From an optimization exercise on the open Yosys and OpenROAD flow, aimed at small area, a short achievable clock period and few clock cycles; shortcuts taken in it are not production practice.
The RTL was checked by simulation tests, not by an equivalence proof against the original design.
Power is estimated from default activity; no workload was simulated.

Setup of run A:
==> flow/design.v (excerpt) <==
module lens_intu (
    input         clk,
    input         rst,
    input         a0_mv,
    input  [3:0]  a0_port,
    input  [31:0] a0_data,
    input         a1_mv,
    input  [3:0]  a1_port,
    input  [31:0] a1_data,
    input         m_mv,
    input  [3:0]  m_port,
    input  [31:0] m_data,
    input         d_mv,
    input  [3:0]  d_port,
    input  [31:0] d_data,
    output [31:0] a0_out,
    output        a0_bwe,
    output [7:0]  a0_bidx,
    output        a0_bval,
    output [31:0] a1_out,
    output        a1_bwe,
    output [7:0]  a1_bidx,
    output        a1_bval,
    output [31:0] mlo,
    output [31:0] mhi,
    output [31:0] d_out,
    output [31:0] d_rem,
    output        d_busy,
    output        d_done,
    output        d_set16,
    output        d_set17
);
==> flow/config.mk <==
export PLATFORM = sky130hd
export DESIGN_NAME = lens_intu
export DESIGN_NICKNAME = lens_intu
export VERILOG_FILES = /design/flow/design.v
export SDC_FILE = /design/flow/constraint.sdc
export NUM_CORES = 4
export LEC_CHECK = 0
export ABC_AREA = 1
export CAP_MARGIN = 20
export CORE_MARGIN = 2
export CORE_UTILIZATION = 40
export SETUP_SLACK_MARGIN = 5
export SLEW_MARGIN = 20
==> flow/constraint.sdc <==
create_clock -name core_clock -period 11.0 [get_ports {clk}]
set_input_delay 2.2000 -clock core_clock [delete_from_list [all_inputs] [get_ports {clk}]]
set_output_delay 2.2000 -clock core_clock [all_outputs]
set_load 0.01 [all_outputs]
standard.sh (not shown) runs the stock make flow with config.mk's settings and CLKGATE_MAP_FILE= SYNTH_SCRIPT=/design/flow/synth_recipe.tcl, a recipe that flattens the netlist after the stock synthesis.
==> flow/flow/run.sh <==
#!/bin/bash
set -euo pipefail
M=6.5
sed -e "s/SETUP_SLACK_MARGIN=[0-9.]*/SETUP_SLACK_MARGIN=$M \"BUFFER_PORTS_ARGS=-buffer_cell sky130_fd_sc_hd__buf_1\"/" standard.sh > standard_tuned.sh
grep -q "SETUP_SLACK_MARGIN=$M" standard_tuned.sh
bash standard_tuned.sh > standard.log 2>&1
Run A closes out successfully: all stages finished, all timing, DRC and antenna checks passed.
Testbench counts of run A, summed over its fixed seeds: cycles 37,904.
## Diff of input files: run B against run A
-- flow/flow/run.sh --
<<< run A, line 3
M=6.5
>>> run B, line 3
M=6.65
-- flow/config.mk --
<<< run A, line 11
export CORE_UTILIZATION = 40
>>> run B, line 11
export CORE_UTILIZATION = 45
Notes after the runs:
Per the comparison of run B with run A, final worst setup slack lower; summed area of non-filler cells in the final layout higher; combinational power higher; number of optimization iterations in the first detailed-route pass higher.
Post-route total power on run B is up relative to run A.

========
the baseline:
lens_intu, a different RTL version from the one above (not shown whole).
Size: about 9500 cells after synthesis, about 640 flip-flops, roughly 370 I/O pins, about 0.077 mm² of cells after synthesis.
clock: 11.0 ns
lec_check: 0
cap_margin: 20
core_margin: 2
core_utilization: 50
setup_slack_margin: 5
slew_margin: 20
==> flow/flow/run.sh <==
#!/bin/bash
set -euo pipefail
M=7
sed -e "s/SETUP_SLACK_MARGIN=[0-9.]*/SETUP_SLACK_MARGIN=$M \"BUFFER_PORTS_ARGS=-buffer_cell sky130_fd_sc_hd__buf_1\"/" standard.sh > standard_tuned.sh
grep -q "SETUP_SLACK_MARGIN=$M" standard_tuned.sh
bash standard_tuned.sh > standard.log 2>&1
Testbench counts of the baseline, summed over its fixed seeds: cycles 37,904.
Edits applied to the flow inputs when going from the baseline to the candidate:
-- flow/flow/run.sh --
<<< the baseline, line 3
M=7
>>> the candidate, line 3
M=6.5
## What came out
- Compared with the baseline, the candidate is the less power-hungry design.
- Compared with the baseline, the candidate shows a lower number of buffers created by CTS.
- Cmp the candidate vs the baseline: worst-case setup margin in the final layout lower in the candidate
- Summary of the candidate over the baseline: cell total after placement level, first-pass GRT wire length has decreased, total wire length after detailed routing shows a reduction of 9.2%.

========
== the reference run ==
lens_intu with an RTL version that a note above also has.
For scale: ~10000 cells after synthesis, roughly 370 I/O pins, about 0.074 mm^2 of cells after synthesis.
clock: 11.0 ns
lec_check: 0
abc_area: 1
cap_margin: 20
core_margin: 2
core_utilization: 45
setup_slack_margin: 5
slew_margin: 20
==> flow/flow/run.sh <==
#!/bin/bash
set -euo pipefail
M=6.5
sed -e "s/SETUP_SLACK_MARGIN=[0-9.]*/SETUP_SLACK_MARGIN=$M \"BUFFER_PORTS_ARGS=-buffer_cell sky130_fd_sc_hd__buf_1\"/" standard.sh > standard_tuned.sh
grep -q "SETUP_SLACK_MARGIN=$M" standard_tuned.sh
bash standard_tuned.sh > standard.log 2>&1
The flow did not stop early for the reference run: all stages ran, and the layout cleared the timing, design-rule and antenna checks.
Testbench counts of the reference run, summed over its fixed seeds: cycles 37,904.
Input changes introduced in the trial run (baseline for comparison: the reference run):
Settings: CORE_UTILIZATION now 50, was 45.
==> notes.md <==
Relative to the reference run, the post-route standard cell area excluding fillers measured on the trial run has increased slightly. Critical path arrival for the trial run: 0.09 ns down relative to the reference run. Worst-case setup slack after placement in the trial run vs the reference run: down 0.039 ns. Comparing the trial run against the reference run, there is no change at all in number of remaining DRC errors. The lower hold slack came out of the reference run. Count of clock-buffer cells in the layout is higher on the reference run. In terms of clock distribution area overhead in the final layout, the trial run and the reference run differ only marginally. Comparing the reference run and the trial run, the lower global-route usage was measured on the reference run. Total power: the trial run below the reference run. Route | the trial run vs the reference run | wire shorter in the trial run.

[port drivers added, routing unchanged]
No port has a modelled driver above. Below, the same layouts with a new extraction and two added sets of constraints.
Step 1 assumes that a clkbuf_16 drives the clock port and a buf_2 every other input.
Step 2 times the ports against the registers' clock, not the clock port: input delays grow and output delays shrink by t, the midpoint of the rising clock arrivals with the driver on.
a / b / c = ideal ports / drivers / drivers and shift; a / b = the first two.
run | t, ns | setup WS [ns] | hold WS [ns] | worst setup path after step 2 | worst register clock-pin slew, ns
run A | 0.841 | 6.497 / 6.488 / 5.722 | 0.373 / 0.373 / 0.373 | input to register | 0.08 / 0.08
run B | 0.814 | 6.490 / 6.488 / 5.781 | 0.378 / 0.378 / 0.378 | input to register | 0.07 / 0.07
the baseline | 0.814 | 6.038 / 6.089 / 5.275 | 0.387 / 0.387 / 0.387 | input to register | 0.07 / 0.07
the candidate | 0.803 | 5.997 / 6.049 / 5.245 | 0.371 / 0.371 / 0.371 | input to register | 0.07 / 0.07
the reference run | 0.794 | 6.439 / 6.439 / 5.813 | 0.365 / 0.365 / 0.365 | input to register | 0.07 / 0.07
the trial run | 0.798 | 6.498 / 6.498 / 5.753 | 0.368 / 0.368 / 0.368 | input to register | 0.08 / 0.08
After both steps setup and hold are still met in every run listed. The setup slack of run A, which loses most, moves by -0.009 ns with the drivers and by -0.775 ns with both steps.
